Context: an optimization exercise on an open-source flow, tuned for small area, a short achievable clock period and few clock cycles. The choices shown serve that exercise and are no tape-out recipe. In this exercise RTL edits were held to simulation tests only and were not proved equivalent to the original.

==> inputs of build 32 <==
Design hive_fpu, start of the top module:
module hive_fpu (
    input  wire        clk,
    input  wire        rst,
    input  wire        in_valid,
    output wire        in_ready,
    input  wire [4:0]  in_op,
    input  wire [31:0] in_a,
    input  wire [31:0] in_b,
    input  wire [31:0] in_c,
    output reg         out_valid,
    output reg  [31:0] out_result
);
Settings: LEC_CHECK=0, ABC_CLOCK_PERIOD_IN_PS=4500, CAP_MARGIN=20, CORE_MARGIN=2, CORE_UTILIZATION=55, PLACE_DENSITY=0.7, SETUP_SLACK_MARGIN=0, SLEW_MARGIN=60; clock period 22.0 ns.
run.sh (not shown) runs the stock make flow with config.mk's settings and CLKGATE_MAP_FILE= SYNTH_SCRIPT=/design/flow/synth_recipe.tcl, a recipe that flattens the netlist after the stock synthesis.
==> inputs of trial 55, as changes to build 32 <==
--- a/flow/design.v
+++ b/flow/design.v
@@ -41,21 +41,27 @@
             bneg_in[q] = in_addsub ? (q == 11) : bx[2*q+2] & ~(bx[2*q+1] & bx[2*q]);
             bone_in[q] = ~in_addsub & (bx[2*q+1] ^ bx[2*q]);
             btwo_in[q] = in_addsub ? (q == 11) : (bx[2*q+2] & ~bx[2*q+1] & ~bx[2*q]) |
                                                  (~bx[2*q+2] & bx[2*q+1] & bx[2*q]);
         end
     end
-    reg        v1, itof1;
+    wire signed [9:0] d_in = in_addsub ? 10'sd127 - $signed({2'd0, in_b[30:23]}) :
+                             in_ftoi   ? 10'sd129 - $signed({2'd0, in_a[30:23]}) :
+                             $signed({2'd0, in_b[30:23]}) - $signed({2'd0, in_c[30:23]});
+    reg        v1, itof1, quick1;
+    reg signed [9:0] d1;
     reg [4:0]  op1;
     reg [31:0] a1, b1, c1;
     reg [11:0] bneg1, bone1, btwo1;
     always @(posedge clk) begin
         if (rst) v1 <= 1'b0;
         else     v1 <= in_valid;
         op1   <= in_op;
         itof1 <= (in_op == OP_ITOF) || (in_op == OP_UTOF);
+        quick1 <= (in_op >= OP_FMIN) && (in_op <= OP_FLE);
+        d1     <= d_in;
         a1    <= fa_in;
         b1    <= fb_in;
         c1    <= fc_in;
         bneg1 <= bneg_in;
         bone1 <= bone_in;
         btwo1 <= btwo_in;
@@ -71,14 +77,13 @@
     wire is_fma  = (op1 == OP_FADD) || (op1 == OP_FSUB) || (op1 == OP_FMUL) ||
                    (op1 == OP_FMA) || (op1 == OP_FMS);
     wire is_ftoi = (op1 == OP_FTOI);
     wire [74:0] ra, rb;
     hive_fpu_mul u_mul (.ma({~itof1, a1[22:0] & {23{~itof1}}}),
                         .bneg(bneg1), .bone(bone1), .btwo(btwo1), .ra(ra), .rb(rb));
-    wire signed [10:0] sh_raw = $signed({3'd0, ea}) + $signed({3'd0, eb})
-                              - $signed({3'd0, ec}) - 11'sd100;
+    wire signed [10:0] sh_raw = $signed({3'd0, ea}) + d1 - 11'sd100;
     wire        sh_neg = sh_raw[10];
     wire        sh_big = ~sh_raw[10] & (|sh_raw[9:7]);
     wire [23:0] mc   = zc ? 24'd0 : {1'b1, c1[22:0]};
     wire [75:0] c_win = {mc, 52'd0};
     wire [75:0] c_shr = c_win >> sh_raw[6:0];
     wire [75:0] c_sh  = itof1  ? {a1, 44'd0} :
@@ -118,34 +123,24 @@
             spec_res = zc ? {sp & sc, 31'd0} : c1;
         else begin
             spec = 1'b0;
             spec_res = 32'd0;
         end
     end
-    function automatic [31:0] order_key(input [31:0] x);
-        order_key = x[31] ? ~x : (x | 32'h8000_0000);
-    endfunction
-    wire [31:0] a_fl = za ? {sa, 31'd0} : a1;
-    wire [31:0] b_fl = zb ? {sb, 31'd0} : b1;
-    wire        a_below_b = order_key(a_fl) < order_key(b_fl);
+    wire        mag_lt, mag_eq;
+    hive_fpu_cmp u_cmp (.a({1'b0, a1[30:0]}), .b({1'b0, b1[30:0]}), .lt(mag_lt), .eq(mag_eq));
     wire        both_zero = za & zb;
-    wire        cmp_eq = !na && !nb && ((a1 == b1) || both_zero);
+    wire        a_below_b = both_zero  ? (sa & ~sb) :
+                            (sa != sb) ? sa :
+                            sa         ? ~mag_lt & ~mag_eq : mag_lt;
+    wire        cmp_eq = !na && !nb && ((mag_eq && sa == sb) || both_zero);
     wire        cmp_lt = !na && !nb && a_below_b && !both_zero;
-    reg [31:0] minmax_res;
-    always @(*) begin
-        if (na && nb)
-            minmax_res = CANON_NAN;
-        else if (na)
-            minmax_res = b_fl;
-        else if (nb)
-            minmax_res = a_fl;
-        else if (op1 == OP_FMIN)
-            minmax_res = a_below_b ? a_fl : b_fl;
-        else
-            minmax_res = a_below_b ? b_fl : a_fl;
-    end
+    wire        pick_a = nb | (~na & ((op1 == OP_FMIN) ? a_below_b : ~a_below_b));
+    wire [31:0] picked = pick_a ? a1 : b1;
+    wire        pick_z = pick_a ? za : zb;
+    wire [31:0] minmax_res = (na & nb) ? CANON_NAN : {picked[31], picked[30:0] & {31{~pick_z}}};
     reg  [31:0] ftoi_mag;
     reg         ftoi_neg;
     always @(*) begin
         ftoi_neg = 1'b0;
         if (nc || ec < 8'd127)
             ftoi_mag = 32'd0;
@@ -168,70 +163,78 @@
             OP_FLE:   misc_res = {31'd0, cmp_lt | cmp_eq};
             OP_FTOI:  misc_res = ftoi_mag;
             OP_ITOF, OP_UTOF: misc_res = 32'd0;
             default:  misc_res = spec_res;
         endcase
     end
+    reg        v3, fp3, sign3, stk3, zero3;
+    wire       quick = v1 & quick1 & ~v2 & ~v3;
     reg        v2, fp2, mneg2, esub2, sp2, sc2;
     reg [31:0] mres2;
-    reg [76:0] css2, csc2;
+    reg [76:0] css2;
+    reg [51:0] csc2;     
     reg signed [10:0] etop2;
     always @(posedge clk) begin
         if (rst) v2 <= 1'b0;
-        else     v2 <= v1;
+        else     v2 <= v1 & ~quick;
         fp2   <= (is_fma & ~spec) | itof1;
         mneg2 <= is_ftoi & ftoi_neg;
         mres2 <= misc_res;
         css2  <= cs_s;
-        csc2  <= cs_c;
+        csc2  <= cs_c[51:0];
         esub2 <= esub;
         sp2   <= sp | itof1;
         sc2   <= sc & ~itof1;
         etop2 <= e_top;
     end
     wire [76:0] s0, s1;
-    hive_fpu_cadd u_add (.a(css2), .b(csc2), .s0(s0), .s1(s1));
+    wire [52:0] l0, l1;
+    hive_fpu_cadd u_add (.a({2'b00, css2[50:0]}), .b({1'b0, csc2}), .s0(l0), .s1(l1));
+    wire [25:0] c_hi  = ~css2[76:51];
+    wire [25:0] c_hm  = c_hi - 26'd1;
+    wire [25:0] c_hp  = c_hi + 26'd1;
+    assign s0 = {l0[52] ? c_hp : l0[51] ? c_hi : c_hm, l0[50:0]};
+    assign s1 = {l1[52] ? c_hp : l1[51] ? c_hi : c_hm, l1[50:0]};
     wire        neg  = esub2 & s0[76];
     wire [75:0] mag  = esub2 ? (neg ? ~s0[75:0] : s1[75:0]) : s0[75:0];
     wire        r_sign = neg ? sc2 : sp2;
     wire [6:0] lz_p, lz_n;
     hive_fpu_lzc u_lzp (.x(s0[75:0]), .n(lz_p));
     hive_fpu_lzc u_lzn (.x(~s0[75:0]), .n(lz_n));
     wire [6:0] lz = neg ? lz_n : lz_p;
     wire       exact0 = neg & (&s0[75:0]);
     wire [75:0] n6 = lz[6] ? {mag[11:0], 64'd0} : mag;
     wire [75:0] n5 = lz[5] ? {n6[43:0], 32'd0} : n6;
     wire        k5 = |n5[19:0];
-    wire [39:0] n4 = lz[4] ? n5[59:20] : n5[75:36];
-    wire        k4 = |n5[35:20] & ~lz[4];
-    reg        v3, fp3, sign3, stk3, zero3;
     reg [31:0] mres3;
-    reg [39:0] n4_3;
+    reg [55:0] n5_3;
     reg [6:0]  lz3;
     reg signed [10:0] etop3;
     always @(posedge clk) begin
         if (rst) v3 <= 1'b0;
         else     v3 <= v2;
         fp3   <= fp2;
         mres3 <= mneg2 ? (~mres2 + 32'd1) : mres2;
         sign3 <= r_sign;
-        n4_3  <= n4;
+        n5_3  <= n5[75:20];
         lz3   <= lz;
-        stk3  <= k5 | k4;
+        stk3  <= k5;
         zero3 <= exact0;
         etop3 <= etop2;
     end
-    wire [31:0] n3 = lz3[3] ? n4_3[31:0] : n4_3[39:8];
-    wire        k3 = |n4_3[7:0] & ~lz3[3];
+    wire [39:0] n4 = lz3[4] ? n5_3[39:0] : n5_3[55:16];
+    wire        k4 = |n5_3[15:0] & ~lz3[4];
+    wire [31:0] n3 = lz3[3] ? n4[31:0] : n4[39:8];
+    wire        k3 = |n4[7:0] & ~lz3[3];
     wire [27:0] n2 = lz3[2] ? n3[27:0] : n3[31:4];
     wire        k2 = |n3[3:0] & ~lz3[2];
     wire [25:0] n1 = lz3[1] ? n2[25:0] : n2[27:2];
     wire        k1 = |n2[1:0] & ~lz3[1];
     wire [24:0] n0 = lz3[0] ? n1[24:0] : n1[25:1];
     wire        k0 = n1[0] & ~lz3[0];
-    wire        stk = stk3 | k3 | k2 | k1 | k0;
+    wire        stk = stk3 | k4 | k3 | k2 | k1 | k0;
     wire signed [10:0] e_n = etop3 - $signed({4'd0, lz3});
     wire        pow2   = ~n0[24] & ~zero3;
     wire        rnd_up = n0[0] & (stk | n0[1]);
     wire [23:0] m_inc  = n0[24:1] + 24'd1;
     wire        all1   = &n0[24:1];
     wire        carry  = (rnd_up & all1) | pow2;
@@ -252,24 +255,24 @@
             result = {sign3, 31'd0};
         else
             result = {sign3, e_rnd, f_rnd};
     end
     always @(posedge clk) begin
         if (rst) out_valid <= 1'b0;
-        else     out_valid <= v3;
-        out_result <= result;
+        else     out_valid <= v3 | quick;
+        out_result <= quick ? misc_res : result;
     end
 endmodule
 module hive_fpu_cadd (
-    input  wire [76:0] a,
-    input  wire [76:0] b,
-    output wire [76:0] s0,
-    output wire [76:0] s1
+    input  wire [52:0] a,
+    input  wire [52:0] b,
+    output wire [52:0] s0,
+    output wire [52:0] s1
 );
-    localparam integer W = 77;
-    localparam integer LV = 7;
+    localparam integer W = 53;
+    localparam integer LV = 6;
     wire [W-1:0] g [0:LV];
     wire [W-1:0] p [0:LV];
     assign g[0] = a & b;
     assign p[0] = a ^ b;
     genvar l, i;
     generate
@@ -287,12 +290,46 @@
     endgenerate
     wire [W-1:0] c0 = {g[LV][W-2:0], 1'b0};
     wire [W-1:0] c1 = {g[LV][W-2:0] | p[LV][W-2:0], 1'b1};
     assign s0 = p[0] ^ c0;
     assign s1 = p[0] ^ c1;
 endmodule
+module hive_fpu_cmp (
+    input  wire [31:0] a,
+    input  wire [31:0] b,
+    output wire        lt,
+    output wire        eq
+);
+    wire [31:0] l0 = ~a & b;
+    wire [31:0] e0 = ~(a ^ b);
+    wire [15:0] l1, e1;
+    wire [7:0]  l2, e2;
+    wire [3:0]  l3, e3;
+    wire [1:0]  l4, e4;
+    genvar i;
+    generate
+        for (i = 0; i < 16; i = i + 1) begin : c1
+            assign l1[i] = l0[2*i+1] | (e0[2*i+1] & l0[2*i]);
+            assign e1[i] = e0[2*i+1] & e0[2*i];
+        end
+        for (i = 0; i < 8; i = i + 1) begin : c2
+            assign l2[i] = l1[2*i+1] | (e1[2*i+1] & l1[2*i]);
+            assign e2[i] = e1[2*i+1] & e1[2*i];
+        end
+        for (i = 0; i < 4; i = i + 1) begin : c3
+            assign l3[i] = l2[2*i+1] | (e2[2*i+1] & l2[2*i]);
+            assign e3[i] = e2[2*i+1] & e2[2*i];
+        end
+        for (i = 0; i < 2; i = i + 1) begin : c4
+            assign l4[i] = l3[2*i+1] | (e3[2*i+1] & l3[2*i]);
+            assign e4[i] = e3[2*i+1] & e3[2*i];
+        end
+    endgenerate
+    assign lt = l4[1] | (e4[1] & l4[0]);
+    assign eq = e4[1] & e4[0];
+endmodule
 module hive_fpu_lzc (
     input  wire [75:0] x,
     output wire [6:0]  n
 );
     wire [127:0] y = {x, 52'hF_FFFF_FFFF_FFFF};
     wire [63:0]  v0;
Settings changed: CORE_UTILIZATION 55 to 48, GPL_ROUTABILITY_DRIVEN from default to 0, PLACE_DENSITY 0.7 to 0.62.
==> comparison table <==
	trial 55	build 32
Outcome	no timing/DRC/antenna violations	no timing/DRC/antenna violations
Worst R2R End	n5_3[51]	n4_3[38]
Vias per cell	6.47	6.74
Hold endpoint	fp3	etop3[9]
Cell Area, Synth	46,400 um^2	47,100 um^2
FF+latch count	466	465
Footprint of the multi-input gates	34,200 um^2	35,200 um^2
Final HPWL from detailed placement	139,000 um	162,000 um
Synthesis-to-layout area growth	10.3%	10.5%
Critical hold path startpoint	fp2	etop2[9]
Data-path buffer share of cell area in the final layout	4.72%	4.74%
Die X-Extent	315 um	297 um
Register-to-register path setup slack	15.80 ns	15.72 ns
Critical path capture point	d1[6]	n4_3[38]
Standard cell area after detailed placement	49,200 um^2	49,900 um^2
Slew @ Worst Pin	0.668 ns	0.755 ns
Clk sinks	466	465
Critical-path top delay cell	sky130_fd_sc_hd__clkdlybuf4s50_1	sky130_fd_sc_hd__or4_4
Clk_buf instances	64	63
Layout net count	6,212	6,313
Minimum clock period	6.28 ns	6.28 ns
Crit-path max FO	3	36
Testbench counts of build 32, summed over its fixed seeds: cycles 28,016.
Testbench counts of trial 55, summed over its fixed seeds: cycles 25,988.

==> 05-28 <==
hive_fpu with an RTL version that a note above also has.
clock: 22.0 ns
lec_check: 0
abc_clock_period_in_ps: 4500
cap_margin: 20
core_margin: 2
core_utilization: 48
place_density: 0.62
setup_slack_margin: 0
slew_margin: 60
==> 05-25: changes against 05-28 <==
--- a/flow/design.v
+++ b/flow/design.v
@@ -39,31 +39,30 @@
     always @(*) begin
         for (q = 0; q < 12; q = q + 1) begin
             bneg_in[q] = in_addsub ? (q == 11) : bx[2*q+2] & ~(bx[2*q+1] & bx[2*q]);
             bone_in[q] = ~in_addsub & (bx[2*q+1] ^ bx[2*q]);
             btwo_in[q] = in_addsub ? (q == 11) : (bx[2*q+2] & ~bx[2*q+1] & ~bx[2*q]) |
                                                  (~bx[2*q+2] & bx[2*q+1] & bx[2*q]);
         end
     end
-    wire signed [9:0] d_in = in_addsub ? 10'sd127 - $signed({2'd0, in_b[30:23]}) :
-                             in_ftoi   ? 10'sd129 - $signed({2'd0, in_a[30:23]}) :
-                             $signed({2'd0, in_b[30:23]}) - $signed({2'd0, in_c[30:23]});
-    reg        v1, itof1, quick1;
-    reg signed [9:0] d1;
+    wire signed [10:0] eab_in = in_ftoi   ? 11'sd158 :
+                                in_addsub ? $signed({3'd0, in_a[30:23]}) + 11'sd27 :
+                                $signed({3'd0, in_a[30:23]}) + $signed({3'd0, in_b[30:23]}) - 11'sd100;
+    reg        v1, itof1;
+    reg signed [10:0] eab1;
     reg [4:0]  op1;
     reg [31:0] a1, b1, c1;
     reg [11:0] bneg1, bone1, btwo1;
     always @(posedge clk) begin
         if (rst) v1 <= 1'b0;
         else     v1 <= in_valid;
         op1   <= in_op;
         itof1 <= (in_op == OP_ITOF) || (in_op == OP_UTOF);
-        quick1 <= (in_op >= OP_FMIN) && (in_op <= OP_FLE);
-        d1     <= d_in;
+        eab1  <= eab_in;
         a1    <= fa_in;
         b1    <= fb_in;
         c1    <= fc_in;
         bneg1 <= bneg_in;
         bone1 <= bone_in;
         btwo1 <= btwo_in;
     end
     wire       sa = a1[31], sb = b1[31], sc = c1[31];
@@ -75,17 +74,17 @@
     wire       na = xa & ~fza, nb = xb & ~fzb, nc = xc & ~fzc;
     wire       ia = xa & fza,  ib = xb & fzb,  ic = xc & fzc;
     wire is_fma  = (op1 == OP_FADD) || (op1 == OP_FSUB) || (op1 == OP_FMUL) ||
                    (op1 == OP_FMA) || (op1 == OP_FMS);
     wire is_ftoi = (op1 == OP_FTOI);
     wire [74:0] ra, rb;
     hive_fpu_mul u_mul (.ma({~itof1, a1[22:0] & {23{~itof1}}}),
                         .bneg(bneg1), .bone(bone1), .btwo(btwo1), .ra(ra), .rb(rb));
-    wire signed [10:0] sh_raw = $signed({3'd0, ea}) + d1 - 11'sd100;
+    wire signed [10:0] sh_raw = eab1 - $signed({3'd0, ec});
     wire        sh_neg = sh_raw[10];
     wire        sh_big = ~sh_raw[10] & (|sh_raw[9:7]);
     wire [23:0] mc   = zc ? 24'd0 : {1'b1, c1[22:0]};
     wire [75:0] c_win = {mc, 52'd0};
     wire [75:0] c_shr = c_win >> sh_raw[6:0];
     wire [75:0] c_sh  = itof1  ? {a1, 44'd0} :
                         sh_neg ? c_win : (sh_big ? 76'd0 : c_shr);
     wire        c_top = itof1 & (op1 == OP_ITOF) & a1[31];
@@ -101,17 +100,17 @@
     wire        esub = (sp ^ sc) | itof1;
     wire [76:0] c_al = {c_top, c_sh[75:1], c_sh[0] | c_stk} ^ {77{esub}};
     wire [76:0] pa = {ra, 2'b00};
     wire [76:0] pb = {rb, 2'b00};
     wire [76:0] cs_s = pa ^ pb ^ c_al;
     wire [76:0] cs_c = {(pa[75:0] & pb[75:0]) | (pa[75:0] & c_al[75:0]) | (pb[75:0] & c_al[75:0]), 1'b0};
     wire signed [10:0] e_top = itof1            ? 11'sd158 :
                                (sh_neg & ~zc)   ? $signed({3'd0, ec}) :
-                               ($signed({3'd0, ea}) + $signed({3'd0, eb}) - 11'sd100);
+                               eab1;
     reg        spec;
     reg [31:0] spec_res;
     always @(*) begin
         spec = 1'b1;
         if (na || nb || nc)
             spec_res = CANON_NAN;
         else if ((ia && zb) || (ib && za))
             spec_res = CANON_NAN;
@@ -121,28 +120,38 @@
             spec_res = {sc, 8'hFF, 23'd0};
         else if (za || zb)
             spec_res = zc ? {sp & sc, 31'd0} : c1;
         else begin
             spec = 1'b0;
             spec_res = 32'd0;
         end
     end
-    wire        mag_lt, mag_eq;
-    hive_fpu_cmp u_cmp (.a({1'b0, a1[30:0]}), .b({1'b0, b1[30:0]}), .lt(mag_lt), .eq(mag_eq));
+    function automatic [31:0] order_key(input [31:0] x);
+        order_key = x[31] ? ~x : (x | 32'h8000_0000);
+    endfunction
+    wire [31:0] a_fl = za ? {sa, 31'd0} : a1;
+    wire [31:0] b_fl = zb ? {sb, 31'd0} : b1;
+    wire        a_below_b = order_key(a_fl) < order_key(b_fl);
     wire        both_zero = za & zb;
-    wire        a_below_b = both_zero  ? (sa & ~sb) :
-                            (sa != sb) ? sa :
-                            sa         ? ~mag_lt & ~mag_eq : mag_lt;
-    wire        cmp_eq = !na && !nb && ((mag_eq && sa == sb) || both_zero);
+    wire        cmp_eq = !na && !nb && ((a1 == b1) || both_zero);
     wire        cmp_lt = !na && !nb && a_below_b && !both_zero;
-    wire        pick_a = nb | (~na & ((op1 == OP_FMIN) ? a_below_b : ~a_below_b));
-    wire [31:0] picked = pick_a ? a1 : b1;
-    wire        pick_z = pick_a ? za : zb;
-    wire [31:0] minmax_res = (na & nb) ? CANON_NAN : {picked[31], picked[30:0] & {31{~pick_z}}};
+    reg [31:0] minmax_res;
+    always @(*) begin
+        if (na && nb)
+            minmax_res = CANON_NAN;
+        else if (na)
+            minmax_res = b_fl;
+        else if (nb)
+            minmax_res = a_fl;
+        else if (op1 == OP_FMIN)
+            minmax_res = a_below_b ? a_fl : b_fl;
+        else
+            minmax_res = a_below_b ? b_fl : a_fl;
+    end
     reg  [31:0] ftoi_mag;
     reg         ftoi_neg;
     always @(*) begin
         ftoi_neg = 1'b0;
         if (nc || ec < 8'd127)
             ftoi_mag = 32'd0;
         else if (ec >= 8'd158)
             ftoi_mag = sc ? 32'h8000_0000 : 32'h7FFF_FFFF;
@@ -161,55 +170,48 @@
             OP_FEQ:   misc_res = {31'd0, cmp_eq};
             OP_FLT:   misc_res = {31'd0, cmp_lt};
             OP_FLE:   misc_res = {31'd0, cmp_lt | cmp_eq};
             OP_FTOI:  misc_res = ftoi_mag;
             OP_ITOF, OP_UTOF: misc_res = 32'd0;
             default:  misc_res = spec_res;
         endcase
     end
-    reg        v3, fp3, sign3, stk3, zero3;
-    wire       quick = v1 & quick1 & ~v2 & ~v3;
     reg        v2, fp2, mneg2, esub2, sp2, sc2;
     reg [31:0] mres2;
     reg [76:0] css2;
     reg [51:0] csc2;     
     reg signed [10:0] etop2;
     always @(posedge clk) begin
         if (rst) v2 <= 1'b0;
-        else     v2 <= v1 & ~quick;
+        else     v2 <= v1;
         fp2   <= (is_fma & ~spec) | itof1;
         mneg2 <= is_ftoi & ftoi_neg;
         mres2 <= misc_res;
         css2  <= cs_s;
         csc2  <= cs_c[51:0];
         esub2 <= esub;
         sp2   <= sp | itof1;
         sc2   <= sc & ~itof1;
         etop2 <= e_top;
     end
     wire [76:0] s0, s1;
-    wire [52:0] l0, l1;
-    hive_fpu_cadd u_add (.a({2'b00, css2[50:0]}), .b({1'b0, csc2}), .s0(l0), .s1(l1));
-    wire [25:0] c_hi  = ~css2[76:51];
-    wire [25:0] c_hm  = c_hi - 26'd1;
-    wire [25:0] c_hp  = c_hi + 26'd1;
-    assign s0 = {l0[52] ? c_hp : l0[51] ? c_hi : c_hm, l0[50:0]};
-    assign s1 = {l1[52] ? c_hp : l1[51] ? c_hi : c_hm, l1[50:0]};
+    hive_fpu_cadd u_add (.a(css2), .b({~css2[75:51], csc2}), .s0(s0), .s1(s1));
     wire        neg  = esub2 & s0[76];
     wire [75:0] mag  = esub2 ? (neg ? ~s0[75:0] : s1[75:0]) : s0[75:0];
     wire        r_sign = neg ? sc2 : sp2;
     wire [6:0] lz_p, lz_n;
     hive_fpu_lzc u_lzp (.x(s0[75:0]), .n(lz_p));
     hive_fpu_lzc u_lzn (.x(~s0[75:0]), .n(lz_n));
     wire [6:0] lz = neg ? lz_n : lz_p;
     wire       exact0 = neg & (&s0[75:0]);
     wire [75:0] n6 = lz[6] ? {mag[11:0], 64'd0} : mag;
     wire [75:0] n5 = lz[5] ? {n6[43:0], 32'd0} : n6;
     wire        k5 = |n5[19:0];
+    reg        v3, fp3, sign3, stk3, zero3;
     reg [31:0] mres3;
     reg [55:0] n5_3;
     reg [6:0]  lz3;
     reg signed [10:0] etop3;
     always @(posedge clk) begin
         if (rst) v3 <= 1'b0;
         else     v3 <= v2;
         fp3   <= fp2;
@@ -253,28 +255,28 @@
             result = {sign3, 8'hFF, 23'd0};
         else if (e_unf)
             result = {sign3, 31'd0};
         else
             result = {sign3, e_rnd, f_rnd};
     end
     always @(posedge clk) begin
         if (rst) out_valid <= 1'b0;
-        else     out_valid <= v3 | quick;
-        out_result <= quick ? misc_res : result;
+        else     out_valid <= v3;
+        out_result <= result;
     end
 endmodule
 module hive_fpu_cadd (
-    input  wire [52:0] a,
-    input  wire [52:0] b,
-    output wire [52:0] s0,
-    output wire [52:0] s1
+    input  wire [76:0] a,
+    input  wire [76:0] b,
+    output wire [76:0] s0,
+    output wire [76:0] s1
 );
-    localparam integer W = 53;
-    localparam integer LV = 6;
+    localparam integer W = 77;
+    localparam integer LV = 7;
     wire [W-1:0] g [0:LV];
     wire [W-1:0] p [0:LV];
     assign g[0] = a & b;
     assign p[0] = a ^ b;
     genvar l, i;
     generate
         for (l = 0; l < LV; l = l + 1) begin : lvl
             for (i = 0; i < W; i = i + 1) begin : bt
@@ -288,50 +290,16 @@
             end
         end
     endgenerate
     wire [W-1:0] c0 = {g[LV][W-2:0], 1'b0};
     wire [W-1:0] c1 = {g[LV][W-2:0] | p[LV][W-2:0], 1'b1};
     assign s0 = p[0] ^ c0;
     assign s1 = p[0] ^ c1;
 endmodule
-module hive_fpu_cmp (
-    input  wire [31:0] a,
-    input  wire [31:0] b,
-    output wire        lt,
-    output wire        eq
-);
-    wire [31:0] l0 = ~a & b;
-    wire [31:0] e0 = ~(a ^ b);
-    wire [15:0] l1, e1;
-    wire [7:0]  l2, e2;
-    wire [3:0]  l3, e3;
-    wire [1:0]  l4, e4;
-    genvar i;
-    generate
-        for (i = 0; i < 16; i = i + 1) begin : c1
-            assign l1[i] = l0[2*i+1] | (e0[2*i+1] & l0[2*i]);
-            assign e1[i] = e0[2*i+1] & e0[2*i];
-        end
-        for (i = 0; i < 8; i = i + 1) begin : c2
-            assign l2[i] = l1[2*i+1] | (e1[2*i+1] & l1[2*i]);
-            assign e2[i] = e1[2*i+1] & e1[2*i];
-        end
-        for (i = 0; i < 4; i = i + 1) begin : c3
-            assign l3[i] = l2[2*i+1] | (e2[2*i+1] & l2[2*i]);
-            assign e3[i] = e2[2*i+1] & e2[2*i];
-        end
-        for (i = 0; i < 2; i = i + 1) begin : c4
-            assign l4[i] = l3[2*i+1] | (e3[2*i+1] & l3[2*i]);
-            assign e4[i] = e3[2*i+1] & e3[2*i];
-        end
-    endgenerate
-    assign lt = l4[1] | (e4[1] & l4[0]);
-    assign eq = e4[1] & e4[0];
-endmodule
 module hive_fpu_lzc (
     input  wire [75:0] x,
     output wire [6:0]  n
 );
     wire [127:0] y = {x, 52'hF_FFFF_FFFF_FFFF};
     wire [63:0]  v0;
     wire [63:0]  c0;
     genvar i;
CORE_UTILIZATION = 55   (was 48)
PLACE_DENSITY = 0.7   (was 0.62)
SLEW_MARGIN = 75   (was 60)
==> run summary <==
05-28 went through all stages and came out clean. 05-25 produced a clean layout. Clock skew: 05-28 is higher than 05-25 (32 ps). Between 05-25 and 05-28, the lower count of clock-buffer cells in the layout is in 05-25 (gap 7). Core utilization: 05-25 is higher than 05-28 (13 points). Against 05-25, the first-iteration DRC count of 05-28 is lower by 14%. Against 05-25, the synthesized cell count of 05-28 is lower by 4.4%. Of 05-28 and 05-25, 05-25 has the higher via count (gap 9.3%, measured against 05-25). In 05-28 the final cell count is lower than in 05-25, by 4.1%.
Testbench counts of 05-28, summed over its fixed seeds: cycles 25,988.
Testbench counts of 05-25, summed over its fixed seeds: cycles 28,016.

-- what the ideal ports hide --
Ports are ideal in the flow. The routed layouts listed here were re-timed in OpenROAD.
Step 1 assumes that a clkbuf_16 drives the clock port and a buf_2 every other input.
Step 2, shift: input delay + t, output delay - t, t = (earliest + latest rising clock arrival at the registers) / 2. This alone moves slack from input paths to output paths.
a / b / c = ideal ports / drivers / drivers and shift; a / b = the first two.
| run | t, ns | setup slack, ns | worst setup path at the end | clock arrival spread, ns |
|---|---|---|---|---|
| build 32 | 0.708 | 15.723 / 15.723 / 15.525 | input to register | 0.031 / 0.031 |
| trial 55 | 0.697 | 15.720 / 15.753 / 15.056 | input to register | 0.018 / 0.018 |
| 05-28 | 0.703 | 15.752 / 15.779 / 15.076 | input to register | 0.067 / 0.068 |
| 05-25 | 0.692 | 15.518 / 15.567 / 14.876 | input to register | 0.031 / 0.031 |
After both steps every run listed still meets setup and hold. The setup slack of 05-28, which loses most, moves by +0.027 ns with the drivers and by -0.676 ns with both steps.
